From an optimization exercise on the open Yosys and OpenROAD flow, aimed at small area and a short achievable clock period; shortcuts taken in it are not production practice. The RTL was checked by simulation tests, not by an equivalence proof against the original design. Power is estimated from default activity; no workload was simulated.

<file path="flow/design.v">
module dram_addr_map (
    input  wire        clk,
    input  wire        rst,             
    input  wire [1:0]  cfg_bays,        
    input  wire [1:0]  cfg_first_quad,  
    input  wire [15:0] cfg_chan_mask,   
    input  wire [9:0]  cfg_cap_gib,     
    input  wire [2:0]  cfg_log2_nr,     
    input  wire        in_valid,
    input  wire [42:0] in_pa,
    output reg         out_valid,
    output reg  [3:0]  out_bay,
    output reg  [15:0] out_set,
    output reg  [20:0] out_tag,
    output reg         out_edge,
    output reg  [1:0]  out_slot,
    output reg  [3:0]  out_chan,
    output reg  [32:0] out_line,
    output reg         out_sub,
    output reg  [10:0] out_col,
    output reg  [2:0]  out_bg,
    output reg  [1:0]  out_bank,
    output reg  [3:0]  out_rank,
    output reg  [19:0] out_row
);
    function [2:0] add3(input [2:0] a, input [2:0] b);
        begin
            add3[0] = (a[0] & b[0]) | (a[1] & b[2]) | (a[2] & b[1]);
            add3[1] = (a[0] & b[1]) | (a[1] & b[0]) | (a[2] & b[2]);
            add3[2] = (a[0] & b[2]) | (a[1] & b[1]) | (a[2] & b[0]);
        end
    endfunction
    function ge10(input [9:0] a, input [9:0] b);
        reg [15:0] g, e;
        integer i, l;
        begin
            for (i = 0; i < 16; i = i + 1) begin
                g[i] = (i < 10) ? (a[i] & ~b[i]) : 1'b0;
                e[i] = (i < 10) ? ~(a[i] ^ b[i]) : 1'b1;
            end
            for (l = 1; l < 16; l = l * 2)
                for (i = 0; i < 16; i = i + 2 * l) begin
                    g[i] = g[i + l] | (e[i + l] & g[i]);
                    e[i] = e[i + l] & e[i];
                end
            ge10 = g[0] | e[0];
        end
    endfunction
    function [15:0] t_logic(input [6:0] x);
        reg [3:0] i;
        reg [1:0] p, f;
        reg       sb;
        reg [6:0] ms2;
        begin
            i[0] = (x == 7'd2) | (x == 7'd3) | (x == 7'd6) | (x == 7'd7) | (x == 7'd10) | (x == 7'd11) | (x == 7'd14) | (x == 7'd15) | (x == 7'd18) | (x == 7'd19) | (x == 7'd22) | (x == 7'd23) | (x == 7'd34) | (x == 7'd35) | (x == 7'd38) | (x == 7'd39) | (x == 7'd42) | (x == 7'd43) | (x == 7'd46) | (x == 7'd47) | (x == 7'd50) | (x == 7'd51) | (x == 7'd54) | (x == 7'd55) | (x == 7'd72) | (x == 7'd73) | (x == 7'd74) | (x == 7'd75) | (x == 7'd76) | (x == 7'd77) | (x == 7'd78) | (x == 7'd79) | (x == 7'd104) | (x == 7'd105) | (x == 7'd106) | (x == 7'd107) | (x == 7'd108) | (x == 7'd109) | (x == 7'd110) | (x == 7'd111);
            i[1] = (x == 7'd4) | (x == 7'd5) | (x == 7'd6) | (x == 7'd7) | (x == 7'd12) | (x == 7'd13) | (x == 7'd14) | (x == 7'd15) | (x == 7'd20) | (x == 7'd21) | (x == 7'd22) | (x == 7'd23) | (x == 7'd40) | (x == 7'd41) | (x == 7'd42) | (x == 7'd43) | (x == 7'd44) | (x == 7'd45) | (x == 7'd46) | (x == 7'd47) | (x == 7'd80) | (x == 7'd81) | (x == 7'd82) | (x == 7'd83) | (x == 7'd84) | (x == 7'd85) | (x == 7'd86) | (x == 7'd87) | (x == 7'd112) | (x == 7'd113) | (x == 7'd114) | (x == 7'd115) | (x == 7'd116) | (x == 7'd117) | (x == 7'd118) | (x == 7'd119);
            i[2] = (x == 7'd8) | (x == 7'd9) | (x == 7'd10) | (x == 7'd11) | (x == 7'd12) | (x == 7'd13) | (x == 7'd14) | (x == 7'd15) | (x == 7'd48) | (x == 7'd49) | (x == 7'd50) | (x == 7'd51) | (x == 7'd52) | (x == 7'd53) | (x == 7'd54) | (x == 7'd55);
            i[3] = (x == 7'd16) | (x == 7'd17) | (x == 7'd18) | (x == 7'd19) | (x == 7'd20) | (x == 7'd21) | (x == 7'd22) | (x == 7'd23);
            p[0] = (x == 7'd6) | (x == 7'd7) | (x == 7'd8) | (x == 7'd9) | (x == 7'd10) | (x == 7'd11) | (x == 7'd18) | (x == 7'd19) | (x == 7'd20) | (x == 7'd21) | (x == 7'd22) | (x == 7'd23) | (x == 7'd42) | (x == 7'd43) | (x == 7'd46) | (x == 7'd47) | (x == 7'd48) | (x == 7'd49) | (x == 7'd50) | (x == 7'd51) | (x == 7'd52) | (x == 7'd53) | (x == 7'd54) | (x == 7'd55);
            p[1] = (x == 7'd12) | (x == 7'd13) | (x == 7'd14) | (x == 7'd15) | (x == 7'd16) | (x == 7'd17) | (x == 7'd18) | (x == 7'd19) | (x == 7'd20) | (x == 7'd21) | (x == 7'd22) | (x == 7'd23);
            sb = (x == 7'd1) | (x == 7'd3) | (x == 7'd5) | (x == 7'd7) | (x == 7'd33) | (x == 7'd35) | (x == 7'd37) | (x == 7'd39) | (x == 7'd65) | (x == 7'd67) | (x == 7'd69) | (x == 7'd71) | (x == 7'd97) | (x == 7'd99) | (x == 7'd101) | (x == 7'd103);
            f[0] = (x == 7'd2) | (x == 7'd3) | (x == 7'd8) | (x == 7'd11) | (x == 7'd14) | (x == 7'd15) | (x == 7'd20) | (x == 7'd21) | (x == 7'd33) | (x == 7'd34) | (x == 7'd37) | (x == 7'd38) | (x == 7'd48) | (x == 7'd49) | (x == 7'd52) | (x == 7'd53) | (x == 7'd72) | (x == 7'd74) | (x == 7'd76) | (x == 7'd78) | (x == 7'd81) | (x == 7'd83) | (x == 7'd85) | (x == 7'd87) | (x == 7'd104) | (x == 7'd106) | (x == 7'd108) | (x == 7'd110) | (x == 7'd113) | (x == 7'd115) | (x == 7'd117) | (x == 7'd119);
            f[1] = (x == 7'd4) | (x == 7'd5) | (x == 7'd7) | (x == 7'd10) | (x == 7'd16) | (x == 7'd17) | (x == 7'd22) | (x == 7'd23) | (x == 7'd35) | (x == 7'd39) | (x == 7'd40) | (x == 7'd44) | (x == 7'd50) | (x == 7'd51) | (x == 7'd54) | (x == 7'd55) | (x == 7'd65) | (x == 7'd67) | (x == 7'd69) | (x == 7'd71) | (x == 7'd80) | (x == 7'd82) | (x == 7'd84) | (x == 7'd86) | (x == 7'd97) | (x == 7'd99) | (x == 7'd101) | (x == 7'd103) | (x == 7'd112) | (x == 7'd114) | (x == 7'd116) | (x == 7'd118);
            ms2[0] = (x == 7'd2) | (x == 7'd3) | (x == 7'd10) | (x == 7'd11) | (x == 7'd12) | (x == 7'd15) | (x == 7'd17) | (x == 7'd19) | (x == 7'd20) | (x == 7'd23);
            ms2[1] = (x == 7'd1) | (x == 7'd3) | (x == 7'd4) | (x == 7'd12) | (x == 7'd18) | (x == 7'd19) | (x == 7'd20) | (x == 7'd33) | (x == 7'd34) | (x == 7'd37) | (x == 7'd38) | (x == 7'd40) | (x == 7'd42) | (x == 7'd44) | (x == 7'd46) | (x == 7'd48) | (x == 7'd51) | (x == 7'd52) | (x == 7'd55);
            ms2[2] = (x == 7'd1) | (x == 7'd3) | (x == 7'd12) | (x == 7'd18) | (x == 7'd19) | (x == 7'd20) | (x == 7'd33) | (x == 7'd37) | (x == 7'd42) | (x == 7'd46) | (x == 7'd48) | (x == 7'd52);
            ms2[3] = (x == 7'd1) | (x == 7'd3) | (x == 7'd12) | (x == 7'd18) | (x == 7'd19) | (x == 7'd20) | (x == 7'd33) | (x == 7'd37) | (x == 7'd42) | (x == 7'd46) | (x == 7'd48) | (x == 7'd52);
            ms2[4] = (x == 7'd1) | (x == 7'd3) | (x == 7'd12) | (x == 7'd18) | (x == 7'd19) | (x == 7'd20) | (x == 7'd33) | (x == 7'd37) | (x == 7'd42) | (x == 7'd46) | (x == 7'd48) | (x == 7'd52);
            ms2[5] = (x == 7'd1) | (x == 7'd3) | (x == 7'd12) | (x == 7'd18) | (x == 7'd19) | (x == 7'd20) | (x == 7'd33) | (x == 7'd37) | (x == 7'd42) | (x == 7'd46) | (x == 7'd48) | (x == 7'd52);
            ms2[6] = (x == 7'd1) | (x == 7'd3) | (x == 7'd12) | (x == 7'd18) | (x == 7'd19) | (x == 7'd20) | (x == 7'd33) | (x == 7'd37) | (x == 7'd42) | (x == 7'd46) | (x == 7'd48) | (x == 7'd52);
            t_logic = {i, p, sb, f, ms2};
        end
    endfunction
    function [1:0] carry5(input [4:0] pl, input [15:0] tl);
        reg [7:0] g, e;
        integer   i, l;
        begin
            for (i = 0; i < 8; i = i + 1) begin
                g[i] = (i < 5) ? (pl[i] & tl[i]) : 1'b0;
                e[i] = (i < 5) ? (pl[i] ^ tl[i]) : 1'b1;
            end
            for (l = 1; l < 8; l = l * 2)
                for (i = 0; i < 8; i = i + 2 * l) begin
                    g[i] = g[i + l] | (e[i + l] & g[i]);
                    e[i] = e[i + l] & e[i];
                end
            carry5 = {g[0] & ~tl[6], ~g[0] & tl[6]};
        end
    endfunction
    reg        v0;
    reg [36:0] pp0;
    reg [1:0]  q0;
    reg        hi0;
    reg        c_lm0, c_lm1, c_lm2;    
    reg [1:0]  c_fq;
    reg [9:0]  c_cap;
    reg [2:0]  c_lg;
    reg [4:1]  c_nh;     
    wire [3:0] fmask = cfg_chan_mask[4*cfg_first_quad +: 4];
    always @(posedge clk) begin
        if (rst) v0 <= 1'b0;
        else     v0 <= in_valid;
        pp0    <= cfg_bays[1] ? in_pa[42:6] :
                  (cfg_bays[0] ? {1'b0, in_pa[42:7]} : {2'b00, in_pa[42:8]});
        q0     <= in_pa[7:6] ^ in_pa[15:14] ^ in_pa[23:22] ^ in_pa[31:30] ^ in_pa[39:38];
        hi0    <= |in_pa[42:32];
        c_lm0  <= (cfg_bays == 2'd0);
        c_lm1  <= (cfg_bays == 2'd1);
        c_lm2  <= cfg_bays[1];           
        c_fq   <= cfg_first_quad;
        c_cap  <= cfg_cap_gib;
        c_lg   <= cfg_log2_nr;
        c_nh[1] <= (fmask == 4'd1) | (fmask == 4'd2) | (fmask == 4'd4) | (fmask == 4'd8);
        c_nh[2] <= (fmask == 4'd3) | (fmask == 4'd5) | (fmask == 4'd6) | (fmask == 4'd9) |
                   (fmask == 4'd10) | (fmask == 4'd12);
        c_nh[3] <= (fmask == 4'd7) | (fmask == 4'd11) | (fmask == 4'd13) | (fmask == 4'd14);
        c_nh[4] <= (fmask == 4'd15);
    end
    wire lm0 = c_lm0;                  
    wire lm1 = c_lm1;                  
    wire lm2 = c_lm2;                  
    wire [1:0] c_bays = {lm2, lm1};    
    wire [37:0] pp = {1'b0, pp0};
    wire [1:0]  q  = q0;
    wire        hi = hi0;
    wire [1:0]  r  = lm2 ? pp[1:0] : lm1 ? {1'b0, pp[0]} : 2'b00;
    reg [2:0]  pf [0:18];    
    reg [2:0]  rem;
    reg [1:0]  dg;
    reg [37:0] dq;           
    integer k, l;
    always @(*) begin
        for (k = 0; k < 19; k = k + 1) begin
            dg = pp[2*(18-k) +: 2];
            pf[k] = {dg == 2'd2, dg == 2'd1, dg == 2'd0 || dg == 2'd3};
        end
        for (l = 1; l < 32; l = l * 2)
            for (k = 2*l - 1; k < 19; k = k + 2*l)
                pf[k] = add3(pf[k], pf[k - l]);
        for (l = 8; l >= 1; l = l / 2)
            for (k = 3*l - 1; k < 19; k = k + 2*l)
                pf[k] = add3(pf[k], pf[k - l]);
        for (k = 0; k < 19; k = k + 1) begin
            rem = (k == 18) ? 3'b001 : pf[17-k];
            dg  = pp[2*k +: 2];
            dq[2*k+1] = rem[2] | (rem[1] & dg[1]);
            dq[2*k]   = (rem[0] & dg[1] & dg[0]) | (rem[1] & ~dg[1]) | (rem[2] & (dg[1] | dg[0]));
        end
    end
    wire [2:0] t_p1 = add3({pf[17][1], pf[17][2], pf[17][0]}, {1'b0, pp[1], ~pp[1]});
    wire [2:0] th = lm2 ? pf[17] : lm1 ? t_p1 : pf[18];
    wire [1:0] t  = {th[2], th[1]};
    wire [35:0] st = {dq[35:2], lm2 ? pp[1] : dq[1], (lm1 | lm2) ? pp[0] : dq[0]};
    wire [15:0] tl = t_logic({c_bays, t, q, hi});
    wire [3:0]  i_idx = tl[15:12];
    wire [1:0]  p     = tl[11:10];
    wire        sb    = tl[9];
    wire [1:0]  f     = tl[8:7];
    wire [6:0]  ms2   = tl[6:0];
    reg [36:5] v;
    reg [36:22] vz;                    
    integer    bi;
    always @(*) begin
        v = pp[36:5];
        for (bi = 22; bi < 37; bi = bi + 1) begin
            vz[bi] = ~|(pp[36:22] & ~({15{1'b1}} << (bi - 22)) &
                        ({15{1'b1}} << (lm2 ? 2 : lm1 ? 1 : 0)));
            if (bi >= 24 || (bi == 23 && ~lm2) || (bi == 22 && lm0))
                v[bi] = pp[bi] ^ (hi & vz[bi]);
        end
    end
    reg        v1;
    reg [3:0]  b1_i;
    reg [1:0]  b1_p;
    reg [3:0]  b1_mask;
    reg        b1_hk0, b1_hk1, b1_hk2;    
    reg        b1_sb;
    reg [1:0]  b1_f;
    reg [4:0]  b1_pl;
    reg [6:0]  b1_ms2;
    reg [35:0] b1_st;
    reg [36:5] b1_v;
    always @(posedge clk) begin
        if (rst) v1 <= 1'b0;
        else     v1 <= v0;
        b1_i    <= i_idx;
        b1_p    <= p;
        b1_mask <= cfg_chan_mask[4*(c_fq + p) +: 4];    
        b1_hk0  <= hi & lm0;
        b1_hk1  <= hi & lm1;
        b1_hk2  <= hi & lm2;
        b1_sb   <= sb;
        b1_f    <= f;
        b1_pl   <= pp[4:0];
        b1_ms2  <= ms2;
        b1_st   <= st;
        b1_v    <= v;
    end
    wire [3:0] bay  = 4'd3 * {2'b00, c_fq} + b1_i;
    wire [1:0] quad = c_fq + b1_p;
    wire [3:0] mask = b1_mask;
    wire [1:0] b1_r = lm2 ? b1_st[1:0] : lm1 ? {1'b0, b1_st[0]} : 2'b00;
    wire [3:0] h  = (lm2 ? {b1_f, 2'b00} : lm1 ? {1'b0, b1_f, 1'b0} : {2'b00, b1_f}) | {2'b00, b1_r};
    reg  [1:0] hd, hm;
    always @(*) begin
        hd = (h >= 4'd9) ? 2'd3 : (h >= 4'd6) ? 2'd2 : (h >= 4'd3) ? 2'd1 : 2'd0;
        hm = h - 4'd3 * {2'b00, hd};
    end
    reg [33:0] es;
    reg [33:0] ga, pa_, aa, yy;
    integer    ei, el;
    always @(*) begin
        for (ei = 0; ei < 34; ei = ei + 1) begin
            if (ei == 0) begin
                aa[ei] = b1_st[0] | ~lm0;
                yy[ei] = lm0 & ~b1_hk0;
            end else if (ei == 1) begin
                aa[ei] = b1_st[1] | lm2;
                yy[ei] = lm0 | (lm1 & ~b1_hk1);
            end else begin
                aa[ei] = b1_st[ei];
                yy[ei] = ~((ei % 2 == 0) ? ((b1_hk0 & ei <= 20) | (b1_hk2 & ei <= 22))
                                         : (b1_hk1 & ei <= 21));
            end
            ga[ei]  = aa[ei] & yy[ei];
            pa_[ei] = aa[ei] ^ yy[ei];
        end
        ga[0] = ga[0] | (pa_[0] & ~b1_sb);
        for (el = 1; el < 34; el = el * 2)
            for (ei = 33; ei >= 0; ei = ei - 1)
                if ((ei / el) % 2 == 1) begin
                    ga[ei]  = ga[ei] | (pa_[ei] & ga[(ei / el) * el - 1]);
                    pa_[ei] = pa_[ei] & pa_[(ei / el) * el - 1];
                end
        es[0] = lm0 ? (aa[0] ^ yy[0] ^ ~b1_sb) : hd[0];
        es[1] = lm2 ? hd[1] : (aa[1] ^ yy[1] ^ ga[0]);
        for (ei = 2; ei < 34; ei = ei + 1)
            es[ei] = aa[ei] ^ yy[ei] ^ ga[ei - 1];
    end
    wire [1:0]  cc = carry5(b1_pl, {9'd0, b1_ms2});
    wire        cp = cc[1];
    wire        cn = cc[0];
    reg  [36:5] z_hi;
    reg  [36:5] v_ones, v_zeros;       
    integer     zi;
    always @(*) begin
        v_ones[5]  = 1'b1;
        v_zeros[5] = 1'b1;
        for (zi = 6; zi < 37; zi = zi + 1) begin
            v_ones[zi]  = v_ones[zi-1] & b1_v[zi-1];
            v_zeros[zi] = v_zeros[zi-1] & ~b1_v[zi-1];
        end
        for (zi = 5; zi < 37; zi = zi + 1)
            z_hi[zi] = b1_v[zi] ^ (cp & v_ones[zi]) ^ (cn & v_zeros[zi]);
    end
    wire [36:0] z = {z_hi, b1_pl + b1_ms2[4:0]};
    wire        n2 = c_nh[2];
    wire        n3 = c_nh[3];
    wire        n4 = c_nh[4];
    wire [33:0] x34 = n3 ? es[33:0] : n4 ? z[35:2] : n2 ? z[34:1] : z[33:0];
    wire [32:0] x = x34[32:0];
    wire        in_edge = ge10(x34[33:24], c_cap);
    wire [1:0]  zmod = n3 ? hm : n4 ? z[1:0] : n2 ? {1'b0, z[0]} : 2'd0;
    wire [5:0] em = {zmod, mask};
    wire [1:0] cpos_z, cpos_0;
    assign cpos_z[0] = (em == 6'd2) | (em == 6'd6) | (em == 6'd8) | (em == 6'd10) | (em == 6'd14) | (em == 6'd19) | (em == 6'd23) | (em == 6'd25) | (em == 6'd26) | (em == 6'd27) | (em == 6'd28) | (em == 6'd31) | (em == 6'd43) | (em == 6'd45) | (em == 6'd46) | (em == 6'd63);
    assign cpos_z[1] = (em == 6'd4) | (em == 6'd8) | (em == 6'd12) | (em == 6'd21) | (em == 6'd22) | (em == 6'd25) | (em == 6'd26) | (em == 6'd28) | (em == 6'd29) | (em == 6'd30) | (em == 6'd39) | (em == 6'd43) | (em == 6'd45) | (em == 6'd46) | (em == 6'd47) | (em == 6'd63);
    assign cpos_0[0] = (mask == 4'd2) | (mask == 4'd6) | (mask == 4'd8) | (mask == 4'd10) | (mask == 4'd14);
    assign cpos_0[1] = (mask == 4'd4) | (mask == 4'd8) | (mask == 4'd12);
    wire [1:0] cpos = in_edge ? cpos_0 : cpos_z;
    wire [19:0] xh   = x[32:13];
    wire [19:0] row  = xh >> c_lg;
    wire [19:0] rank = xh & ~(20'hFFFFF << c_lg);
    always @(posedge clk) begin
        if (rst) out_valid <= 1'b0;
        else     out_valid <= v1;
        out_bay  <= bay;
        out_set  <= b1_st[15:0];
        out_tag  <= {1'b0, b1_st[35:16]};
        out_edge <= in_edge;
        out_slot <= z[1:0];
        out_chan <= {quad, cpos};
        out_line <= x;
        out_sub  <= x[0];
        out_col  <= {x[10:6], x[2:1], 4'b0000};
        out_bg   <= x[5:3] ^ row[2:0];
        out_bank <= x[12:11] ^ row[4:3];
        out_rank <= rank[3:0];
        out_row  <= row;
    end
endmodule
</file>
<file path="flow/flow/run.sh">
#!/bin/bash
# Standard layout, with plain buf_1 cells as the port buffers (the default
# choice is a slow delay buffer), and timing repair aimed at a 16.5 ns setup
# margin on the design's clock (the SDC is unchanged).
set -euo pipefail
export BUFFER_PORTS_ARGS="-buffer_cell sky130_fd_sc_hd__buf_1"
export SETUP_SLACK_MARGIN=16.5
bash standard.sh > standard.log 2>&1
</file>
<file path="flow/standard.sh">
#!/bin/bash
# synth_recipe.tcl (not shown) runs the flow's synth.tcl, then flattens the netlist and writes it again
# the make line also repeats each setting of config.mk as NAME=value (left out here)
make -C /OpenROAD-flow-scripts/flow DESIGN_CONFIG=/design/flow/config.mk WORK_HOME=/design/flow/orfs CLKGATE_MAP_FILE= SYNTH_SCRIPT=/design/flow/synth_recipe.tcl "${@:-finish}"
</file>
<file path="flow/config.mk">
export PLATFORM = sky130hd
export DESIGN_NAME = dram_addr_map
export DESIGN_NICKNAME = dram_addr_map
export VERILOG_FILES = /design/flow/design.v
export SDC_FILE = /design/flow/constraint.sdc
export NUM_CORES = 4
export LEC_CHECK = 0
export ABC_AREA = 1
export CAP_MARGIN = 20
export CORE_MARGIN = 2
export CORE_UTILIZATION = 40
export CTS_CLUSTER_DIAMETER = 100
export CTS_CLUSTER_SIZE = 27
export SLEW_MARGIN = 20
</file>
<file path="flow/constraint.sdc">
create_clock -name core_clock -period 22.0 [get_ports {clk}]
set_input_delay 4.4000 -clock core_clock [delete_from_list [all_inputs] [get_ports {clk}]]
set_output_delay 4.4000 -clock core_clock [all_outputs]
set_load 0.01 [all_outputs]
</file>
==> results.cfg, run 1 <==
[status]
status = timing/DRC/antenna clean

[cells_and_area]
layout_commonest_cell = nand2_1
syn2layout_area_growth_pct = 10.4
fillers = 3982
layout-drive-gt1-share_pct = 5.40
fin_cells = 2905
final_cell_mix = nand2_1 (631), inv_1 (282), nand3_1 (277)
layout.nets = 2573
insertedDiodeCount = 0

[clock_network]
cts_root_buffer = clkbuf_16
clkLatencyLatePin_ps = 520
cts_buffer_depth = 3
numClockSinks = 264
path_clk_slew_ps = 100
numCtsBuffers = 14
cts_hold_buf = 0
cts_max_level = 1
cts_tree = done

[setup_path]
slowest_stage = dfxtp_1
path_cells = buf_1
slowest_delay_ps = 380
arrival_ps = 1060
end_kind = output port
critPathKind = register to output port
cp-start-kind = register
reg2regPathDepth = 32
crit_fanout = 2
critPathBufInv = 1
path_depth = 1
critical_path_required_ps = 17600
critPathTopFamily = flip-flops

[synth]
synth_mux_area_share_pct = 0.0642
netlist_area_um2 = 15600
ys_seq_elements = 264
yosysTopAreaCellShare_pct = 33.9
synth_area_per_cell_um2 = 7.02
synthAdderAreaFrac_pct = 9.44
synth_edf_count = 0
synth_top_flop_cell = dfxtp_1
yosys.area.top_type = dfxtp_1
synth_top_family_by_area = simple AND/OR/NAND/NOR gates
synth_cell_types = 58
synth-xor-area-share_pct = 2.30
synth_compound_area_share_pct = 11.1
yosys_warnings = 2
async_flop_share_pct = 0
ys_top_cells_by_area = dfxtp_1 (34%), nand2_1 (15%), nand3_1 (8.9%), ha_1 (8.0%), inv_1 (6.8%)
synth_seq_area_share_pct = 33.9
synth_cells = 2222
synth-simple-area-share_pct = 34.0

[timing]
grt_setup_unrepaired = yes
layout_min_cycle_time_ps = 5460
worst_slack_ps = 16540
timing.final.crit_share_pct = 24.8
setup_viol = 0
finClkSkew_ps = 39.1
worst_slew_margin_rel_pct = 48.5
fmax_ghz = 0.183
hold_viol = 0
maxSlewViolCount = 0
worstMarginPinSlew_ps = 771
setup_tns_ps = 0

[detailed_routing]
initialDrtViolationCount = 1064
met1_length_um = 21000
highest-signal-layer = met4
vias = 14606
routed_wl_um = 42400
dr.pass1.iters = 5
wl_per_cell_um = 14.6
wl_met3_um = 2460
ant_nets = 0
avgViaCountPerCell = 5.03
met2_length_um = 17800
drcViolationCount = 0

[place]
io_buffers = 190
place_congestion = 0.949
dpl.hpwl_um = 34500
dp.cells = 2880
dp_slack_ps = 15660

[pwr]
leakage_nw = 8.30
sw_frac_of_total_pct = 43.1
power_density_nw_per_um2 = 101
power_mw = 1.73
ir_drop_v = 0.0000472
internal-power_mw = 0.987
p_sw_mw = 0.747
combinationalPowerShare_pct = 43.2
seq_power_share_pct = 40.3
p_clk_share_pct = 16.5

[min_path]
whs_path_depth = 0
min-delay-path-class = register to register

[floorplan]
rows = 72
die_h_um = 201
die_area_um2 = 40600
initial_core_util_pct = 40.4
num_io_pins = 202
core_um2 = 38600
die-width_um = 201

[flow_run]
maxCapViolCount = 0

[global_routing]
grt_max_degree = 40
antenna_found_initial = 0
grt_pass1_vias = 13486
grt_pass1_wl_um = 69000
overflow = 0
grt.total_usage_pct = 20.6
==> cells by family after synthesis <==
group                    after synthesis
multiplexers                           1
flip-flops                           264
AND/OR/NAND/NOR                     1170
other                                  1
buffers and inverters                357
adder cells (fa/ha/maj)              111
AO/OA/AOI/OAI                        277
XOR/XNOR                              41
==> path summary, 6_finish.rpt <==
check / start / end / slack [ps]
hold / removal: b1_st[35]$_DFF_P_ / out_tag[19]$_DFF_P_ / 330
hold reg to reg: b1_st[35]$_DFF_P_ / out_tag[19]$_DFF_P_ / 330
setup reg to reg: b1_ms2[2]$_DFF_P_ / out_chan[0]$_DFF_P_ / 16900
setup / recovery: out_line[8]$_DFF_P_ / out_col[8] / 16540
==> per-stage QoR <==
stage          util (%)  area (um2)  hold slack, ps
2_1_floorplan         -       15600             310
3_3_place_gp       43.3       16700             315
3_5_place_dp       43.3       16700             316
4_1_cts            44.5       17200             339
5_1_grt            44.7       17200             345
6_report           44.7       17200             335
==> power groups by stage <==
stage	Clock, mW	Combinational (mW)	Sequential, mW
final	0.286	0.750	0.698
after global placement	0	0.727	0.708
after detailed placement	0	0.741	0.709
after floorplan	0	0.520	0.704
after global routing	0.313	0.855	0.710
after CTS	0.298	0.745	0.698
==> flip-flops by register name, indices dropped and copies added, names as in the netlist, 10 cells and up <==
register,count
pp0,37
b1_st,36
out_line,33
b1_v,31
out_row,20
out_tag,20
out_set,16
c_cap,10
==> per-layer routing <==
layer	vias to the layer above	global-route usage [%]
li1	7547	-
met1	6565	30.2
met2	430	31.7
met3	64	2.54
met4	0	5.83
met5	-	0
==> layout make-up <==
cell class / count / area [um2] / area share, %
clock inverter: 3 / 41.3 / 0.240
timing repair inverter: 1 / 7.51 / 0.0436
sequential: 264 / 5290 / 30.7
multi-input combinational: 1605 / 8930 / 51.9
tap: 518 / 648 / 3.76
clock buffer: 17 / 383 / 2.22
inverter: 294 / 1110 / 6.43
timing repair buffer: 203 / 815 / 4.73
==> synth_stat cells, types with 5 or more instances <==
cell type / count
o211ai_1: 24
nor2_2: 8
nand2_2: 25
o21ai_2: 5
dfxtp_1: 264
nand3_4: 10
a21oi_1: 57
nand2_1: 632
o21ai_1: 10
xor2_1: 29
inv_1: 283
o221ai_1: 17
nor3_1: 20
o22ai_1: 10
buf_1: 6
buf_4: 13
nand4_1: 31
a221oi_1: 5
o21a_1: 5
ha_1: 100
or2_2: 8
o21ai_0: 87
inv_2: 8
nand2_4: 6
fa_1: 11
nand3_1: 277
nor2_1: 123
a22oi_1: 31
xnor2_1: 12
clkbuf_1: 36
nand3_2: 7
==> timing repair <==
item | in CTS | in global routing
gates resized for setup | 5 | 11
gates cloned | 1 | 0
setup buffers | 0 | 4
endpoints found under the setup margin | 33 | 26
pin swaps | 0 | 3
==> run 2, diff against run 1 <==
==> flow/run.sh (new file) <==
#!/bin/bash
# synth_recipe.tcl (not shown) runs the flow's synth.tcl, then flattens the netlist and writes it again
# the make line also repeats each setting of config.mk as NAME=value (left out here)
make -C /OpenROAD-flow-scripts/flow DESIGN_CONFIG=/design/flow/config.mk WORK_HOME=/design/flow/orfs CLKGATE_MAP_FILE= SYNTH_SCRIPT=/design/flow/synth_recipe.tcl finish
removed: flow/flow/run.sh
removed: flow/standard.sh
==> results.cfg, run 2 <==
[cells_and_area]
reg_top3 = pp0 (37), b1_st (36), out_line (33)
fin_util_pct = 47.6
layout-drive-gt1-share_pct = 4.95
top_register = pp0
insertedDiodeCount = 0
seqCellArea_um2 = 5290
multi_input_area_um2 = 8900
layout_commonest_cell = nand2_1
final_cell_mix = nand2_1 (632), inv_1 (283), nand3_1 (277)
largest_reg_flops = 37
syn2layout_area_growth_pct = 17.7
layout.nets = 2569
fillers = 3852

[detailed_routing]
vias = 14649
initialDrtViolationCount = 1148
ant_nets = 0
wl_per_cell_um = 14.7
routed_wl_um = 42600
dr.pass1.iters = 5
avgViaCountPerCell = 5.05
drcViolationCount = 0

[place]
dpl.hpwl_um = 34500
io_buffers = 190
place_congestion = 0.896

[synth]
yosysMostFrequentCell = nand2_1
yosys.area.top_type = dfxtp_1
netlist_area_um2 = 15600
ys_seq_elements = 264
yosys_warnings = 2
yosysTopAreaCellShare_pct = 33.9
async_flop_share_pct = 0
ys_top_cells_by_count = nand2_1 (632), inv_1 (283), nand3_1 (277)
synth_cell_types = 58
synth_area_per_cell_um2 = 7.02
synth_top_flop_cell = dfxtp_1
synth_seq_area_share_pct = 33.9
ys_top_cells_by_area = dfxtp_1 (34%), nand2_1 (15%), nand3_1 (8.9%), ha_1 (8.0%), inv_1 (6.8%)
synth_cells = 2222
synth_edf_count = 0

[floorplan]
num_io_pins = 202
rows = 72
die_h_um = 201
initial_core_util_pct = 40.4
die-width_um = 201
core_um2 = 38600
die_area_um2 = 40600

[setup_path]
critPathKind = input port to register
cp-start-kind = input port
critical_path_required_ps = 22400
arrival_ps = 6280
rrSetupSlack_ps = 16450
reg2regPathDepth = 33
end_kind = register
crit_fanout = 35

[timing]
finClkSkew_ps = 24.0
setup_viol = 0
grt_setup_unrepaired = no
worstMarginPinSlew_ps = 887
worst_slew_margin_rel_pct = 40.2
fin_hold_ws_ps = 334
timing.final.crit_share_pct = 26.7
hold_viol = 0
layout_min_cycle_time_ps = 5880
maxSlewViolCount = 0
setup_tns_ps = 0
fmax_ghz = 0.170

[pwr]
leakage_nw = 8.79
power_density_nw_per_um2 = 101
ir_drop_v = 0.0000464
power_mw = 1.86

[clock_network]
postCtsSetupRepairBufs = 0
numCtsBuffers = 15
cts_resized = 0
cts_hold_buf = 0
cts_tree = done
cts_max_level = 1
cts_root_buffer = clkbuf_16
clkLatencyLatePin_ps = 510
path_clk_slew_ps = 90
cts_buffer_depth = 3
numClockSinks = 264

[min_path]
whs_path_depth = 0
min-delay-path-class = register to register

[global_routing]
antenna_found_initial = 0
grt.total_usage_pct = 20.3
grt_pass1_vias = 13235
overflow = 0
grt_max_degree = 40
grt_pass1_wl_um = 67700

[status]
status = timing/DRC/antenna clean

[flow_run]
maxCapViolCount = 0
## run 2: cell counts after synthesis
Identical to the previous run, type by type.
## run 2: final cells by class
cell class              count  area share (%)
clock buffers              16            2.07
clock inverters             6           0.382
inverters                 294            6.01
multi-input cells        1605            48.5
flip-flops and latches    264            28.8
well taps                 518            3.53
repair buffers            199            10.7
## run 2: worst max-delay path, cell delays in order
cell,delay (ps)
clkdlybuf4s50_1,390
buf_4,240
nor2_1,420
inv_1,460
o21ai_0,340
## run 2: cells by family after synthesis
logic type,synth area share [%]
simple gates,34.0
compound gates,11.1
other cells,0.0240
mux,0.0642
buf+inv,9.20
fa+ha+maj,9.44
xor+xnor,2.30
flops,33.9
## run 2: stage by stage
stage | cell area [um2] | instances | setup slack [ps]
2_1_floorplan | 15600 | 2226 | 16550
3_3_place_gp | 17900 | 2880 | 15330
3_5_place_dp | 17900 | 2880 | 15260
4_1_cts | 18300 | 2902 | 15780
5_1_grt | 18400 | 2902 | 15820
6_report | 18400 | 2902 | 16120
## run 2: routing by layer
layer	track usage, %	wire [um]
met3	2.27	2600
met5	0	0
met4	5.57	1080
met1	29.9	21000
met2	31.2	17900
## run 2: report_power, final
group / total (mW) / switching (mW) / internal, mW
registers: 0.697 / 0.0912 / 0.605
clock network: 0.300 / 0.168 / 0.132
logic: 0.858 / 0.499 / 0.360
total: 1.86 / 0.758 / 1.10
## run 2: path summary, 6_finish.rpt
| check | start | to |
|---|---|---|
| max | cfg_bays[1] | pp0[5]$_DFF_P_ |
| min | b1_st[35]$_DFF_P_ | out_tag[19]$_DFF_P_ |
| max reg2reg | b1_ms2[2]$_DFF_P_ | out_chan[1]$_DFF_P_ |
| min reg2reg | b1_st[35]$_DFF_P_ | out_tag[19]$_DFF_P_ |
==> run 3, diff against run 2 <==
==> flow/flow/run.sh (new file) <==
#!/bin/bash
# Standard layout (the standard.sh), with two changes made through the
# environment ORFS reads:
#  - plain buf_1 cells as the port buffers (buffer_ports otherwise picks a slow
#    delay buffer); every input and output port still gets one;
#  - timing repair aimed at a 16.5 ns setup margin on the design's clock,
#    i.e. the resizer works until paths fit in 22 - 16.5 ns. The SDC, the
#    clock period and all constraints are unchanged.
# All tool output goes to standard.log here and to ORFS's own logs under orfs/.
set -euo pipefail
export BUFFER_PORTS_ARGS="-buffer_cell sky130_fd_sc_hd__buf_1"
export SETUP_SLACK_MARGIN=16.5
bash standard.sh > standard.log 2>&1
==> flow/standard.sh (new file) <==
#!/bin/bash
# synth_recipe.tcl (not shown) runs the flow's synth.tcl, then flattens the netlist and writes it again
# the make line also repeats each setting of config.mk as NAME=value (left out here)
make -C /OpenROAD-flow-scripts/flow DESIGN_CONFIG=/design/flow/config.mk WORK_HOME=/design/flow/orfs CLKGATE_MAP_FILE= SYNTH_SCRIPT=/design/flow/synth_recipe.tcl "${@:-finish}"
removed: flow/run.sh
==> results.cfg, run 3 <==
[cells_and_area]
seqCellArea_um2 = 5290
reg_top3 = pp0 (37), b1_st (36), out_line (33)
multi_input_area_um2 = 8930
final_cell_mix = nand2_1 (631), inv_1 (282), nand3_1 (277)
insertedDiodeCount = 0
top_register = pp0
fin_util_pct = 44.7
layout-drive-gt1-share_pct = 5.40
syn2layout_area_growth_pct = 10.4
layout.nets = 2573
fillers = 3982
design_area_um2 = 17200
largest_reg_flops = 37
layout_commonest_cell = nand2_1

[clock_network]
cts_tree = done
cts_buffer_depth = 3
cts_max_level = 1
cts_hold_buf = 0
numClockSinks = 264
path_clk_slew_ps = 100
numCtsBuffers = 14
cts_root_buffer = clkbuf_16
clkLatencyLatePin_ps = 520

[floorplan]
die_h_um = 201
num_io_pins = 202
die_area_um2 = 40600
initial_core_util_pct = 40.4
die-width_um = 201
core_um2 = 38600
rows = 72

[timing]
fmax_ghz = 0.183
setup_viol = 0
setup_tns_ps = 0
worst_slew_margin_rel_pct = 48.5
grt_setup_unrepaired = yes
layout_min_cycle_time_ps = 5460
maxSlewViolCount = 0
worstMarginPinSlew_ps = 771
hold_viol = 0
timing.final.crit_share_pct = 24.8
finClkSkew_ps = 39.1
fin_hold_ws_ps = 335

[synth]
yosys.area.top_type = dfxtp_1
synth_seq_area_share_pct = 33.9
ys_top_cells_by_count = nand2_1 (632), inv_1 (283), nand3_1 (277)
yosys_warnings = 2
ys_seq_elements = 264
synth_edf_count = 0
yosysMostFrequentCell = nand2_1
ys_top_cells_by_area = dfxtp_1 (34%), nand2_1 (15%), nand3_1 (8.9%), ha_1 (8.0%), inv_1 (6.8%)
netlist_area_um2 = 15600
async_flop_share_pct = 0
synth_area_per_cell_um2 = 7.02
synth_cell_types = 58
synth_cells = 2222
synth_top_flop_cell = dfxtp_1
yosysTopAreaCellShare_pct = 33.9

[global_routing]
grt_pass1_wl_um = 69000
grt.total_usage_pct = 20.6
grt_pass1_vias = 13486
antenna_found_initial = 0
grt_max_degree = 40
overflow = 0

[detailed_routing]
routed_wl_um = 42400
vias = 14606
dr.pass1.iters = 5
avgViaCountPerCell = 5.03
drcViolationCount = 0
wl_per_cell_um = 14.6
ant_nets = 0
initialDrtViolationCount = 1064

[pwr]
leakage_nw = 8.30
ir_drop_v = 0.0000472
power_density_nw_per_um2 = 101

[setup_path]
crit_fanout = 2
critPathBufInv = 1
arrival_ps = 1060
critical_path_required_ps = 17600
slowest_delay_ps = 380
critPathKind = register to output port
path_cells = buf_1
critPathTopFamily = flip-flops
slowest_stage = dfxtp_1
end_kind = output port
cp-start-kind = register

[flow_run]
maxCapViolCount = 0

[place]
dpl-instance-area_um2 = 16700
place_congestion = 0.949
dpl.hpwl_um = 34500
io_buffers = 190

[min_path]
min-delay-path-class = register to register

[status]
status = timing/DRC/antenna clean
run 3: changes by cell type in the layout (fill, tap and decap cells not counted), moves of 2 or more:
cell / change
buf_4: +4
clkdlybuf4s50_1: -190
clkinvlp_4: +2
nor2_1: -2
inv_6: -2
clkbuf_2: +2
buf_1: +187
clkinv_8: +2
run 3: cells by family after synthesis:
kind of cell    share of synthesized area (%)
xor+xnor                                 2.30
mux                                    0.0642
fa+ha+maj                                9.44
flops                                    33.9
simple gates                             34.0
other cells                            0.0240
compound gates                           11.1
buf+inv                                  9.20
run 3: area by class of cell:
cell class                      count  area share [%]
Multi-Input combinational cell   1605            51.9
Sequential cell                   264            30.7
Inverter                          294            6.43
Timing Repair Buffer              203            4.73
Tap cell                          518            3.76
Clock buffer                       17            2.22
Clock inverter                      3           0.240
Timing Repair inverter              1          0.0436
run 3: per-layer routing:
layer | vias to the layer above | part of all wire, % | GRT usage (%)
li1 | 7547 | - | -
met1 | 6565 | 50 | 30.2
met2 | 430 | 42 | 31.7
met3 | 64 | 5.8 | 2.54
met4 | 0 | 2.7 | 5.83
met5 | - | 0 | 0
run 3: metrics by stage:
stage          total power, mW  instances  worst slack [ps]
6_report                  1.73       2905             16540
5_1_grt                   1.88       2905             16440
4_1_cts                   1.74       2901             16510
3_5_place_dp              1.45       2880             15660
3_3_place_gp              1.43       2880             15750
2_1_floorplan             1.22       2226             16550
run 3: path summary, 6_finish.rpt:
kind,endpoint,slack [ps],from,cells after the start
setup / recovery,out_col[8],16540,out_line[8]$_DFF_P_,1
hold / removal,out_tag[19]$_DFF_P_,330,b1_st[35]$_DFF_P_,0
setup reg to reg,out_chan[0]$_DFF_P_,16900,b1_ms2[2]$_DFF_P_,32
hold reg to reg,out_tag[19]$_DFF_P_,330,b1_st[35]$_DFF_P_,0
run 3: what timing repair did:
| item | in CTS | in global routing |
|---|---|---|
| gates cloned | 1 | 0 |
| endpoints found under the hold margin | 0 | 0 |
| gates resized for setup | 5 | 11 |
| pin swaps | 0 | 3 |
| setup endpoints to repair | 33 | 26 |
| buffers inserted | 0 | 4 |
run 3: where the power goes:
part	switching (mW)	total, mW	leakage (nW)	internal (mW)
clock	0.159	0.286	0.205	0.128
combinational	0.496	0.750	5.88	0.254
sequential	0.0926	0.698	2.21	0.605
==> run 4, diff against run 3 <==
--- a/flow/config.mk
+++ b/flow/config.mk
@@ -6,9 +6,9 @@
 export NUM_CORES = 4
 export LEC_CHECK = 0
 export ABC_AREA = 1
-export CAP_MARGIN = 20
+export CAP_MARGIN = 10
 export CORE_MARGIN = 2
 export CORE_UTILIZATION = 40
 export CTS_CLUSTER_DIAMETER = 100
 export CTS_CLUSTER_SIZE = 27
-export SLEW_MARGIN = 20
+export SLEW_MARGIN = 10
==> results.cfg, run 4 <==
[status]
status = timing/DRC/antenna clean

[synth]
ys_top_cells_by_area = dfxtp_1 (34%), nand2_1 (15%), nand3_1 (8.9%), ha_1 (8.0%), inv_1 (6.8%)
synth_top_flop_cell = dfxtp_1
yosys_warnings = 2
yosysMostFrequentCell = nand2_1
netlist_area_um2 = 15600
synth_cells = 2222
ys_top_cells_by_count = nand2_1 (632), inv_1 (283), nand3_1 (277)
synth_seq_area_share_pct = 33.9
yosys.area.top_type = dfxtp_1
synth_cell_types = 58
synth_area_per_cell_um2 = 7.02
synth_edf_count = 0
ys_seq_elements = 264
async_flop_share_pct = 0
yosysTopAreaCellShare_pct = 33.9

[clock_network]
cts_max_level = 1
clkLatencyLatePin_ps = 520
cts_root_buffer = clkbuf_16
cts_tree = done
cts_hold_buf = 0
numClockSinks = 264
path_clk_slew_ps = 100
cts_buffer_depth = 3
numCtsBuffers = 14

[floorplan]
num_io_pins = 202
initial_core_util_pct = 40.4
core_um2 = 38600
die_area_um2 = 40600
die_h_um = 201
die-width_um = 201
rows = 72

[cells_and_area]
reg_top3 = pp0 (37), b1_st (36), out_line (33)
layout-drive-gt1-share_pct = 5.40
final_cell_mix = nand2_1 (631), inv_1 (282), nand3_1 (277)
syn2layout_area_growth_pct = 10.4
top_register = pp0
fin_cells = 2905
fillers = 3982
layout_commonest_cell = nand2_1
insertedDiodeCount = 0
layout.nets = 2573
largest_reg_flops = 37
multi_input_area_um2 = 8930
seqCellArea_um2 = 5290

[timing]
grt_setup_unrepaired = yes
finClkSkew_ps = 39.1
layout_min_cycle_time_ps = 5460
worst_slack_ps = 16540
fmax_ghz = 0.183
worstMarginPinSlew_ps = 771
fin_hold_ws_ps = 335
setup_viol = 0
worst_slew_margin_rel_pct = 48.5
maxSlewViolCount = 0
timing.final.crit_share_pct = 24.8
hold_viol = 0
setup_tns_ps = 0

[detailed_routing]
ant_nets = 0
dr.pass1.iters = 5
vias = 14606
drcViolationCount = 0
avgViaCountPerCell = 5.03
initialDrtViolationCount = 1064
wl_per_cell_um = 14.6
routed_wl_um = 42400

[global_routing]
overflow = 0
grt.total_usage_pct = 20.6
grt_pass1_wl_um = 69000
antenna_found_initial = 0
grt_pass1_vias = 13486
grt_max_degree = 40

[setup_path]
arrival_ps = 1060
cp-start-kind = register
path_cells = buf_1
slowest_delay_ps = 380
reg2regPathDepth = 32
r2r_start = b1_ms2[2]$_DFF_P_
r2r_end = out_chan[0]$_DFF_P_
critPathBufInv = 1
critical_path_required_ps = 17600
critPathTopFamily = flip-flops
end_kind = output port
crit_fanout = 2
rrSetupSlack_ps = 16900
critPathKind = register to output port
slowest_stage = dfxtp_1

[pwr]
internal-power_mw = 0.987
p_sw_mw = 0.747
seq_power_share_pct = 40.3
combinationalPowerShare_pct = 43.2
sw_frac_of_total_pct = 43.1
leakage_nw = 8.30
power_density_nw_per_um2 = 101
power_mw = 1.73
ir_drop_v = 0.0000472
p_clk_share_pct = 16.5

[place]
dp_slack_ps = 15660
dp.cells = 2880
place_congestion = 0.949
io_buffers = 190
dpl.hpwl_um = 34500

[min_path]
min_to = out_tag[19]$_DFF_P_
min-delay-path-class = register to register
hp-start = b1_st[35]$_DFF_P_
whs_path_depth = 0

[flow_run]
maxCapViolCount = 0
==> run 4: final cells by class <==
cell class	instances	area share, %
clock buffers	17	2.22
repair buffers	203	4.73
inverters	294	6.43
clock inverters	3	0.240
well taps	518	3.76
multi-input cells	1605	51.9
repair inverters	1	0.0436
flip-flops and latches	264	30.7
==> run 4: logic make-up (layout without fill, tap and decap cells) <==
logic type	after synthesis	in the layout	share of synthesized area [%]
compound gates	277	277	11.1
xor+xnor	41	41	2.30
fa+ha+maj	111	111	9.44
buf+inv	357	518	9.20
flops	264	264	33.9
mux	1	1	0.0642
other cells	1	5	0.0240
simple gates	1170	1170	34.0
==> run 4: per-stage QoR <==
stage                     utilization [%]  cell area [um2]
after floorplan                         -            15600
after global placement               43.3            16700
after detailed placement             43.3            16700
after CTS                            44.5            17200
after global routing                 44.7            17200
final                                44.7            17200
==> run 4: how the worst max path moves through the flow <==
| stage | start | to | slack, ps | cells past startpoint |
|---|---|---|---|---|
| 2_1_floorplan | cfg_first_quad[0] | c_nh[3]$_DFF_P_ | 16550 | 9 |
| 3_3_place_gp | cfg_bays[1] | pp0[0]$_DFF_P_ | 15750 | 4 |
| 3_5_place_dp | cfg_bays[1] | pp0[0]$_DFF_P_ | 15660 | 4 |
| 4_1_cts | cfg_bays[1] | pp0[1]$_DFF_P_ | 16510 | 4 |
| 5_1_grt | b1_ms2[2]$_DFF_P_ | out_chan[0]$_DFF_P_ | 16440 | 33 |
| 6_report | out_line[8]$_DFF_P_ | out_col[8] | 16540 | 1 |
==> run 4: repair_timing <==
item / 4_1_cts / 5_1_grt
pin swaps: 0 / 3
cloned: 1 / 0
buffers inserted: 0 / 4
gates resized for setup: 5 / 11
setup endpoints to repair: 33 / 26
==> run 4: power by group through the flow <==
stage	clock network [mW]	registers, mW	logic (mW)
3_3_place_gp	0	0.708	0.727
6_report	0.286	0.698	0.750
4_1_cts	0.298	0.698	0.745
2_1_floorplan	0	0.704	0.520
5_1_grt	0.313	0.710	0.855
3_5_place_dp	0	0.709	0.741
==> run 4: per-layer routing <==
layer	share of wire, %	track usage [%]	wire length, um	vias up
li1	-	-	-	7547
met1	50	30.2	21000	6565
met2	42	31.7	17800	430
met3	5.8	2.54	2460	64
met4	2.7	5.83	1130	0
met5	0	0	0	-
==> run 4: worst register-to-register path, delay by kind of cell (launching register included) <==
| kind | cells | cell delay (ps) |
|---|---|---|
| AO/OA/AOI/OAI | 8 | 1120 |
| flip-flops | 1 | 390 |
| buffers and inverters | 2 | 210 |
| AND/OR/NAND/NOR | 19 | 2110 |
| adder cells (fa/ha/maj) | 3 | 1110 |
==> run 5, diff against run 4 <==
--- a/flow/design.v
+++ b/flow/design.v
@@ -257,7 +257,9 @@
     wire        n2 = c_nh[2];
     wire        n3 = c_nh[3];
     wire        n4 = c_nh[4];
-    wire [33:0] x34 = n3 ? es[33:0] : n4 ? z[35:2] : n2 ? z[34:1] : z[33:0];
+    wire        n1 = ~n2 & ~n3 & ~n4;
+    wire [33:0] x34 = ({34{n3}} & es[33:0]) | ({34{n4}} & z[35:2]) |
+                      ({34{n2}} & z[34:1]) | ({34{n1}} & z[33:0]);
     wire [32:0] x = x34[32:0];
     wire        in_edge = ge10(x34[33:24], c_cap);
     wire [1:0]  zmod = n3 ? hm : n4 ? z[1:0] : n2 ? {1'b0, z[0]} : 2'd0;
--- a/flow/config.mk
+++ b/flow/config.mk
@@ -6,9 +6,9 @@
 export NUM_CORES = 4
 export LEC_CHECK = 0
 export ABC_AREA = 1
-export CAP_MARGIN = 10
+export CAP_MARGIN = 20
 export CORE_MARGIN = 2
 export CORE_UTILIZATION = 40
 export CTS_CLUSTER_DIAMETER = 100
 export CTS_CLUSTER_SIZE = 27
-export SLEW_MARGIN = 10
+export SLEW_MARGIN = 20
==> results.cfg, run 5 <==
[timing]
timing.final.crit_share_pct = 24.7
maxSlewViolCount = 0
setup_viol = 0
worstMarginPinSlew_ps = 817
finClkSkew_ps = 20.3
worst_slew_margin_rel_pct = 45.4
fmax_ghz = 0.184
grt_setup_unrepaired = yes
setup_tns_ps = 0
hold_viol = 0
worst_slack_ps = 16570
layout_min_cycle_time_ps = 5430

[synth]
yosys.area.top_type = dfxtp_1
synth_cells = 2187
ys_top_cells_by_area = dfxtp_1 (35%), nand2_1 (16%), ha_1 (8.2%), nand3_1 (8.0%), inv_1 (7.3%)
ys_seq_elements = 264
yosys_warnings = 2
ys_top_cells_by_count = nand2_1 (649), inv_1 (297), dfxtp_1 (264)
netlist_area_um2 = 15200
yosysMostFrequentCell = nand2_1
synth_seq_area_share_pct = 34.8
synth_cell_types = 54
yosysTopAreaCellShare_pct = 34.8
synth_edf_count = 0
synth_area_per_cell_um2 = 6.94
synth_top_flop_cell = dfxtp_1
async_flop_share_pct = 0

[cells_and_area]
fin_util_pct = 45.0
final_cell_mix = nand2_1 (647), inv_1 (296), dfxtp_1 (264)
top_register = pp0
insertedDiodeCount = 0
layout.nets = 2537
layout_commonest_cell = nand2_1
largest_reg_flops = 37
reg_top3 = pp0 (37), b1_st (36), out_line (33)
syn2layout_area_growth_pct = 11.1
fillers = 3809
layout-drive-gt1-share_pct = 3.87

[setup_path]
arrival_ps = 1030
slowest_stage = dfxtp_1
crit_fanout = 2
end_kind = output port
critical_path_required_ps = 17600
critPathBufInv = 1
cp-start-kind = register
slowest_delay_ps = 370
reg2regPathDepth = 32
path_cells = buf_1
critPathKind = register to output port
r2r_start = c_lm0$_DFF_P_
critPathTopFamily = flip-flops
rrSetupSlack_ps = 17020
r2r_end = out_chan[0]$_DFF_P_

[place]
io_buffers = 190
place_congestion = 0.882
dp_slack_ps = 15750
dpl.hpwl_um = 33300

[floorplan]
core_um2 = 37500
die_area_um2 = 39500
num_io_pins = 202
die_h_um = 199
initial_core_util_pct = 40.5
rows = 71
die-width_um = 199

[global_routing]
antenna_found_initial = 0
top_usage_layer = met2
grtUsageMet2_pct = 31.9
grt.total_usage_pct = 20.5
grt_pass1_vias = 12810
met3_usage_pct = 2.05
grt_pass1_wl_um = 65400
grt_max_degree = 34
overflow = 0
use_met1_pct = 30.2

[detailed_routing]
dr.pass1.iters = 6
ant_nets = 0
avgViaCountPerCell = 5.04
routed_wl_um = 41600
vias = 14441
wl_per_cell_um = 14.5
initialDrtViolationCount = 1051
drcViolationCount = 0

[pwr]
leakage_nw = 8.11
ir_drop_v = 0.0000428
power_mw = 1.70
power_density_nw_per_um2 = 101

[min_path]
hp-start = b1_st[35]$_DFF_P_
min-delay-path-class = register to register
min_to = out_tag[19]$_DFF_P_
whs_path_depth = 0

[clock_network]
cts_hold_buf = 0
clkLatencyLatePin_ps = 510
cts_root_buffer = clkbuf_16
path_clk_slew_ps = 100
cts_buffer_depth = 3
cts_max_level = 1
numCtsBuffers = 15
numClockSinks = 264
cts_tree = done

[status]
status = timing/DRC/antenna clean

[flow_run]
maxCapViolCount = 0
[run 5: how the worst max path moves through the flow]
stage                        startpoint  depth (start not counted)             endpoint
finish              out_line[0]$_DFF_P_                          1          out_line[0]
global route           b1_pl[0]$_DFF_P_                         39  out_chan[0]$_DFF_P_
CTS                         cfg_bays[1]                          5      pp0[24]$_DFF_P_
detailed placement          cfg_bays[1]                          5      pp0[24]$_DFF_P_
global placement            cfg_bays[1]                          5      pp0[32]$_DFF_P_
floorplan             cfg_first_quad[0]                          9      c_nh[3]$_DFF_P_
[run 5: area by class of cell]
cell class	instances	area (um2)	share of cell area, %
flip-flops and latches	264	5290	31.4
well taps	511	639	3.79
inverters	305	1150	6.82
clock inverters	5	93.8	0.557
multi-input cells	1563	8530	50.6
clock buffers	17	383	2.27
repair inverters	1	7.51	0.0445
repair buffers	197	767	4.55
[run 5: layer usage]
metal	vias to the layer above	part of all wire, %
li1	7404	-
met1	6544	49
met2	442	43
met3	51	5.7
met4	0	2.1
met5	-	0
[run 5: cells by family (layout without fill, tap and decap cells)]
kind of cell               count (synthesis)  in the layout  share of synthesized area, %
and+or+nand+nor                         1131           1131                          32.5
other                                      1              5                        0.0247
buffers and inverters                    364            525                          9.53
DFF                                      264            264                          34.8
adders and majority gates                111            111                          9.70
AOI/OAI and AO/OA                        276            276                          11.1
xor gates and xnor gates                  40             40                          2.31
[run 5: timing repair]
| action | in CTS | in global routing |
|---|---|---|
| cloned | 0 | 1 |
| gates resized for setup | 2 | 16 |
| endpoints found under the setup margin | 30 | 38 |
| pin swaps | 0 | 2 |
| setup buffers | 0 | 0 |
[run 5: power breakdown]
part	switching (mW)	internal (mW)
Combinational	0.465	0.231
Sequential	0.0854	0.603
Clock	0.169	0.144
[run 5: stage by stage]
stage                     hold slack (ps)  cells  area, um2
after floorplan                       310   2191      15200
after detailed placement              325   2840      16300
final                                 349   2863      16900
after global routing                  355   2863      16900
after CTS                             355   2862      16800
after global placement                321   2840      16300
==> run 6, diff against run 5 <==
--- a/flow/design.v
+++ b/flow/design.v
@@ -262,7 +262,7 @@
                       ({34{n2}} & z[34:1]) | ({34{n1}} & z[33:0]);
     wire [32:0] x = x34[32:0];
     wire        in_edge = ge10(x34[33:24], c_cap);
-    wire [1:0]  zmod = n3 ? hm : n4 ? z[1:0] : n2 ? {1'b0, z[0]} : 2'd0;
+    wire [1:0]  zmod = ({2{n3}} & hm) | ({2{n4}} & z[1:0]) | {1'b0, n2 & z[0]};
     wire [5:0] em = {zmod, mask};
     wire [1:0] cpos_z, cpos_0;
     assign cpos_z[0] = (em == 6'd2) | (em == 6'd6) | (em == 6'd8) | (em == 6'd10) | (em == 6'd14) | (em == 6'd19) | (em == 6'd23) | (em == 6'd25) | (em == 6'd26) | (em == 6'd27) | (em == 6'd28) | (em == 6'd31) | (em == 6'd43) | (em == 6'd45) | (em == 6'd46) | (em == 6'd63);
==> results.cfg, run 6 <==
[status]
status = timing/DRC/antenna clean

[place]
dpl-instance-area_um2 = 16500
place_congestion = 0.880
dpl.hpwl_um = 33200
dp.cells = 2800
io_buffers = 190

[floorplan]
core_um2 = 37700
rows = 71
num_io_pins = 202
die_h_um = 200
initial_core_util_pct = 40.7
die_area_um2 = 39900
die-width_um = 200

[cells_and_area]
fillers = 3856
reg_top3 = pp0 (37), b1_st (36), out_line (33)
design_area_um2 = 17000
syn2layout_area_growth_pct = 10.8
final_cell_mix = nand2_1 (571), inv_1 (288), dfxtp_1 (264)
fin_cells = 2824
largest_reg_flops = 37
layout-drive-gt1-share_pct = 5.84
top_register = pp0
insertedDiodeCount = 0
layout_commonest_cell = nand2_1
layout.nets = 2499

[clock_network]
path_clk_slew_ps = 100
cts_buffer_depth = 3
clkLatencyLatePin_ps = 510
cts_root_buffer = clkbuf_16
numCtsBuffers = 14
numClockSinks = 264
cts_max_level = 1
cts_tree = done

[global_routing]
overflow = 0
grt_max_degree = 36
grt_pass1_wl_um = 67700
antenna_found_initial = 0
grt_pass1_vias = 13238
grt.total_usage_pct = 21.1

[pwr]
combinationalPowerShare_pct = 43.6
seq_power_share_pct = 39.6
power_mw = 1.73
power_density_nw_per_um2 = 102
ir_drop_v = 0.0000447
p_sw_mw = 0.743
leakage_nw = 7.95
internal-power_mw = 0.983
sw_frac_of_total_pct = 43.0
p_clk_share_pct = 16.8

[timing]
timing.final.crit_share_pct = 24.6
setup_viol = 0
finClkSkew_ps = 15.5
layout_min_cycle_time_ps = 5420
worstMarginPinSlew_ps = 982
setup_tns_ps = 0
grt_setup_unrepaired = yes
fmax_ghz = 0.184
worst_slew_margin_rel_pct = 34.4
hold_viol = 0
maxSlewViolCount = 0

[synth]
yosysMostFrequentCell = nand2_1
yosys.area.top_type = dfxtp_1
synth_top_flop_cell = dfxtp_1
async_flop_share_pct = 0
ys_top_cells_by_count = nand2_1 (572), inv_1 (290), dfxtp_1 (264)
ys_top_cells_by_area = dfxtp_1 (34%), nand2_1 (14%), ha_1 (8.2%), nand3_1 (7.3%), inv_1 (7.1%)
synth_area_per_cell_um2 = 7.15
synth_seq_area_share_pct = 34.5
ys_seq_elements = 264
synth_cells = 2145
netlist_area_um2 = 15300
synth_cell_types = 61
yosysTopAreaCellShare_pct = 34.5
synth_edf_count = 0
yosys_warnings = 2

[setup_path]
r2r_start = c_lm0$_DFF_P_
critPathKind = register to output port
slowest_stage = dfxtp_1
slowest_delay_ps = 320
critPathTopFamily = flip-flops
rrSetupSlack_ps = 16960
r2r_end = out_chan[1]$_DFF_P_
arrival_ps = 1020
path_depth = 1
reg2regPathDepth = 32
crit_fanout = 1
crit_start = out_tag[6]$_DFF_P_
path_cells = buf_1
critical_path_required_ps = 17600
crit_end = out_tag[6]
cp-start-kind = register
end_kind = output port
critPathBufInv = 1

[detailed_routing]
avgViaCountPerCell = 5.07
drcViolationCount = 0
ant_nets = 0
routed_wl_um = 42200
dr.pass1.iters = 6
vias = 14324
initialDrtViolationCount = 1021
wl_per_cell_um = 14.9

[min_path]
min-delay-path-class = register to register

[flow_run]
maxCapViolCount = 0
run 6: cell count changes after synthesis, moves of 7 or more:
cell | before | now
nand3_1 | 244 | 225
inv_1 | 297 | 290
a21oi_1 | 59 | 48
nand2_2 | 9 | 16
nor2_1 | 121 | 132
buf_1 | 13 | 4
o21ai_0 | 97 | 111
nand2_1 | 649 | 572
run 6: cell type report:
cell class                      instances  area (um2)  share of cell area (%)
Tap cell                              511         639                    3.76
Inverter                              304        1150                    6.79
Clock inverter                          3        36.3                   0.214
Multi-Input combinational cell       1522        8680                    51.1
Timing Repair inverter                  1        7.51                  0.0442
Clock buffer                           17         383                    2.25
Timing Repair Buffer                  202         803                    4.73
Sequential cell                       264        5290                    31.1
run 6: how the worst min path moves through the flow:
stage | from | endpoint | slack, ps | depth (start not counted)
after detailed placement | b1_st[34]$_DFF_P_ | out_tag[18]$_DFF_P_ | 320 | 0
final | b1_st[35]$_DFF_P_ | out_tag[19]$_DFF_P_ | 340 | 0
after global placement | b1_st[35]$_DFF_P_ | out_tag[19]$_DFF_P_ | 330 | 0
after global routing | b1_st[35]$_DFF_P_ | out_tag[19]$_DFF_P_ | 350 | 0
after floorplan | b1_st[34]$_DFF_P_ | out_tag[18]$_DFF_P_ | 310 | 0
after CTS | b1_st[35]$_DFF_P_ | out_tag[19]$_DFF_P_ | 340 | 0
run 6: power groups by stage:
| stage | Clock (mW) | Sequential [mW] | Combinational (mW) |
|---|---|---|---|
| after CTS | 0.302 | 0.685 | 0.745 |
| after global routing | 0.317 | 0.701 | 0.861 |
| after floorplan | 0 | 0.710 | 0.496 |
| after global placement | 0 | 0.695 | 0.730 |
| final | 0.290 | 0.684 | 0.752 |
| after detailed placement | 0 | 0.696 | 0.742 |
run 6: cell families (layout without fill, tap and decap cells):
family                     after synthesis  count (layout)  share of synthesized area [%]
muxes                                    2               2                          0.131
and+or+nand+nor                       1078            1078                           32.3
xor gates and xnor gates                43              43                           2.46
AOI/OAI and AO/OA                      283             283                           11.5
buffers and inverters                  363             527                           9.53
other                                    1               5                         0.0245
adders and majority gates              111             111                           9.60
DFF                                    264             264                           34.5
run 6: repair_timing:
item	CTS	global route
endpoints found under the setup margin	31	8
resized for setup	4	15
buffers inserted	0	3
hold buffers	0	0
cloned	1	0
pin swaps	0	3
run 6: per-stage QoR:
stage	utilization [%]	setup WS, ps	hold WS (ps)
2_1_floorplan	-	16560	310
3_3_place_gp	43.7	15580	327
3_5_place_dp	43.7	15600	319
4_1_cts	44.9	16520	342
5_1_grt	45.1	16450	348
6_report	45.1	16580	337
run 6: routing by layer:
layer | global-route usage, % | vias up | wire length, um
met3 | 2.44 | 61 | 2350
met2 | 34.1 | 403 | 18400
li1 | - | 7321 | -
met5 | 0 | - | 0
met4 | 5.51 | 0 | 1070
met1 | 29.8 | 6539 | 20400
==> run 7, diff against run 6 <==
--- a/flow/design.v
+++ b/flow/design.v
@@ -100,8 +100,9 @@
     always @(posedge clk) begin
         if (rst) v0 <= 1'b0;
         else     v0 <= in_valid;
-        pp0    <= cfg_bays[1] ? in_pa[42:6] :
-                  (cfg_bays[0] ? {1'b0, in_pa[42:7]} : {2'b00, in_pa[42:8]});
+        pp0    <= ({37{cfg_bays[1]}} & in_pa[42:6]) |
+                  ({37{cfg_bays == 2'd1}} & {1'b0, in_pa[42:7]}) |
+                  ({37{cfg_bays == 2'd0}} & {2'b00, in_pa[42:8]});
         q0     <= in_pa[7:6] ^ in_pa[15:14] ^ in_pa[23:22] ^ in_pa[31:30] ^ in_pa[39:38];
         hi0    <= |in_pa[42:32];
         c_lm0  <= (cfg_bays == 2'd0);
==> results.cfg, run 7 <==
[cells_and_area]
layout.nets = 2571
fillers = 3925
reg_top3 = pp0 (37), b1_st (36), out_line (33)
largest_reg_flops = 37
syn2layout_area_growth_pct = 11.4
layout_commonest_cell = nand2_1
design_area_um2 = 17000
layout-drive-gt1-share_pct = 3.39
final_cell_mix = nand2_1 (689), inv_1 (292), nand3_1 (282)
insertedDiodeCount = 0
fin_util_pct = 45.1
fin_cells = 2899
top_register = pp0

[timing]
layout_min_cycle_time_ps = 5460
worst_slew_margin_rel_pct = 39.9
fmax_ghz = 0.183
grt_setup_unrepaired = yes
finClkSkew_ps = 33.7
setup_tns_ps = 0
fin_hold_ws_ps = 334
maxSlewViolCount = 0
timing.final.crit_share_pct = 24.8
setup_viol = 0
hold_viol = 0
worstMarginPinSlew_ps = 891
worst_slack_ps = 16540

[clock_network]
numCtsBuffers = 16
cts_root_buffer = clkbuf_16
cts_max_level = 1
cts_buffer_depth = 3
path_clk_slew_ps = 100
numClockSinks = 264
cts_hold_buf = 0
cts_tree = done
clkLatencyLatePin_ps = 540

[setup_path]
arrival_ps = 1060
crit_fanout = 1
cp-start-kind = register
slowest_stage = dfxtp_1
critical_path_required_ps = 17600
critPathBufInv = 1
path_cells = buf_1
end_kind = output port
critPathKind = register to output port
critPathTopFamily = flip-flops
crit_start = out_tag[11]$_DFF_P_
r2r_start = c_lm0$_DFF_P_
slowest_delay_ps = 320

[detailed_routing]
ant_nets = 0
routed_wl_um = 43200
initialDrtViolationCount = 1129
vias = 14823
wl_per_cell_um = 14.9
drcViolationCount = 0
dr.pass1.iters = 6
avgViaCountPerCell = 5.11

[global_routing]
met3_usage_pct = 2.57
grt_pass1_vias = 13758
antenna_found_initial = 0
use_met1_pct = 29.8
grtUsageMet2_pct = 35.4
grt.total_usage_pct = 21.5
top_usage_layer = met2
grt_max_degree = 37
grt_pass1_wl_um = 68600
overflow = 0

[synth]
yosysMostFrequentCell = nand2_1
synth_seq_area_share_pct = 34.6
yosysTopAreaCellShare_pct = 34.6
yosys_warnings = 2
synth_cell_types = 52
async_flop_share_pct = 0
ys_seq_elements = 264
ys_top_cells_by_area = dfxtp_1 (35%), nand2_1 (17%), nand3_1 (9.2%), ha_1 (8.2%), inv_1 (7.2%)
ys_top_cells_by_count = nand2_1 (691), inv_1 (292), nand3_1 (282)
yosys.area.top_type = dfxtp_1
synth_top_flop_cell = dfxtp_1
synth_area_per_cell_um2 = 6.88
netlist_area_um2 = 15300
synth_edf_count = 0
synth_cells = 2218

[place]
dpl-instance-area_um2 = 16400
dp_slack_ps = 15170
place_congestion = 0.927
dp.cells = 2872
io_buffers = 190
dpl.hpwl_um = 34000

[floorplan]
die-width_um = 199
num_io_pins = 202
initial_core_util_pct = 40.5
die_area_um2 = 39700
rows = 71
core_um2 = 37700
die_h_um = 199

[min_path]
min-delay-path-class = register to register
hp-start = b1_st[35]$_DFF_P_

[pwr]
ir_drop_v = 0.0000567
power_density_nw_per_um2 = 102
power_mw = 1.73
leakage_nw = 8.12

[status]
status = timing/DRC/antenna clean

[flow_run]
maxCapViolCount = 0
[run 7: changes by cell type after synthesis, sizes merged, moves of 5 or more]
cell,change
a22oi,-15
nand3,+43
o31ai,-5
nor2,-14
nor4,+5
buf,-7
o21ai,-44
o221ai,-7
clkbuf,+7
inv,-7
o211ai,+10
nand2,+106
[run 7: layer usage]
metal	share of wire, %	up-vias
met2	44	473
met1	48	6784
met3	5.5	66
met4	2.6	0
met5	0	-
li1	-	7500
[run 7: worst paths after layout]
check,slack [ps],end,cells after the start
setup reg to reg,16920,out_chan[1]$_DFF_P_,31
setup / recovery,16540,out_tag[11],1
hold / removal,330,out_tag[19]$_DFF_P_,0
hold reg to reg,330,out_tag[19]$_DFF_P_,0
[run 7: timing repair]
| item | 4_1_cts | 5_1_grt |
|---|---|---|
| buffers inserted | 0 | 2 |
| gates resized for setup | 4 | 9 |
| pin swaps | 0 | 1 |
| setup endpoints to repair | 26 | 11 |
[run 7: final cells by class]
type | instances | area [um2] | area share (%)
multi-input cells | 1603 | 8620 | 50.7
inverters | 296 | 1120 | 6.57
clock inverters | 7 | 113 | 0.662
clock buffers | 18 | 429 | 2.52
flip-flops and latches | 264 | 5290 | 31.1
repair buffers | 200 | 795 | 4.67
well taps | 511 | 639 | 3.76
[run 7: cell families after synthesis]
kind of cell             Yosys count  share of synthesized area, %
AND/OR/NAND/NOR                 1215                          34.6
buffers and inverters            355                          9.20
flip-flops                       264                          34.6
AO/OA/AOI/OAI                    225                          9.20
adder cells (fa/ha/maj)          111                          9.64
XOR/XNOR                          47                          2.70
other                              1                        0.0246
[run 7: where the power goes]
group	leakage (nW)	internal [mW]	switching, mW	total, mW
logic	5.65	0.232	0.477	0.709
registers	2.21	0.603	0.0814	0.685
clock network	0.259	0.150	0.183	0.333
total	8.12	0.985	0.741	1.73

[static timing again, ports no longer ideal]
In the flow no input, the clock included, has a driving cell. The finished layouts below were timed again as built, in two steps. Step 1 assumes that a clkbuf_16 drives the clock port and a buf_2 every other input. Step 2, shift: input delay + t, output delay - t, t = (earliest + latest rising clock arrival at the registers) / 2. This alone moves slack from input paths to output paths. a / b / c = no drivers / after step 1 / after step 2; a / b = the first two.
run	t, ns	setup slack, ns	clock arrival spread, ns	worst slew at a driven data input, ns
run 1	0.551	16.540 / 16.491 / 16.167	0.040 / 0.040	0.05
run 2	0.547	16.119 / 16.119 / 15.593	0.024 / 0.024	0.06
run 3	0.551	16.540 / 16.491 / 16.167	0.040 / 0.040	0.05
run 4	0.551	16.540 / 16.491 / 16.167	0.040 / 0.040	0.05
run 5	0.547	16.568 / 16.519 / 16.213	0.023 / 0.024	0.05
run 6	0.556	16.579 / 16.525 / 16.165	0.017 / 0.017	0.06
run 7	0.572	16.544 / 16.496 / 16.056	0.034 / 0.034	0.03
After both steps setup and hold are still met in every run listed. The setup slack of run 2, which loses most, moves by 0.000 ns with the drivers and by -0.526 ns with both steps.
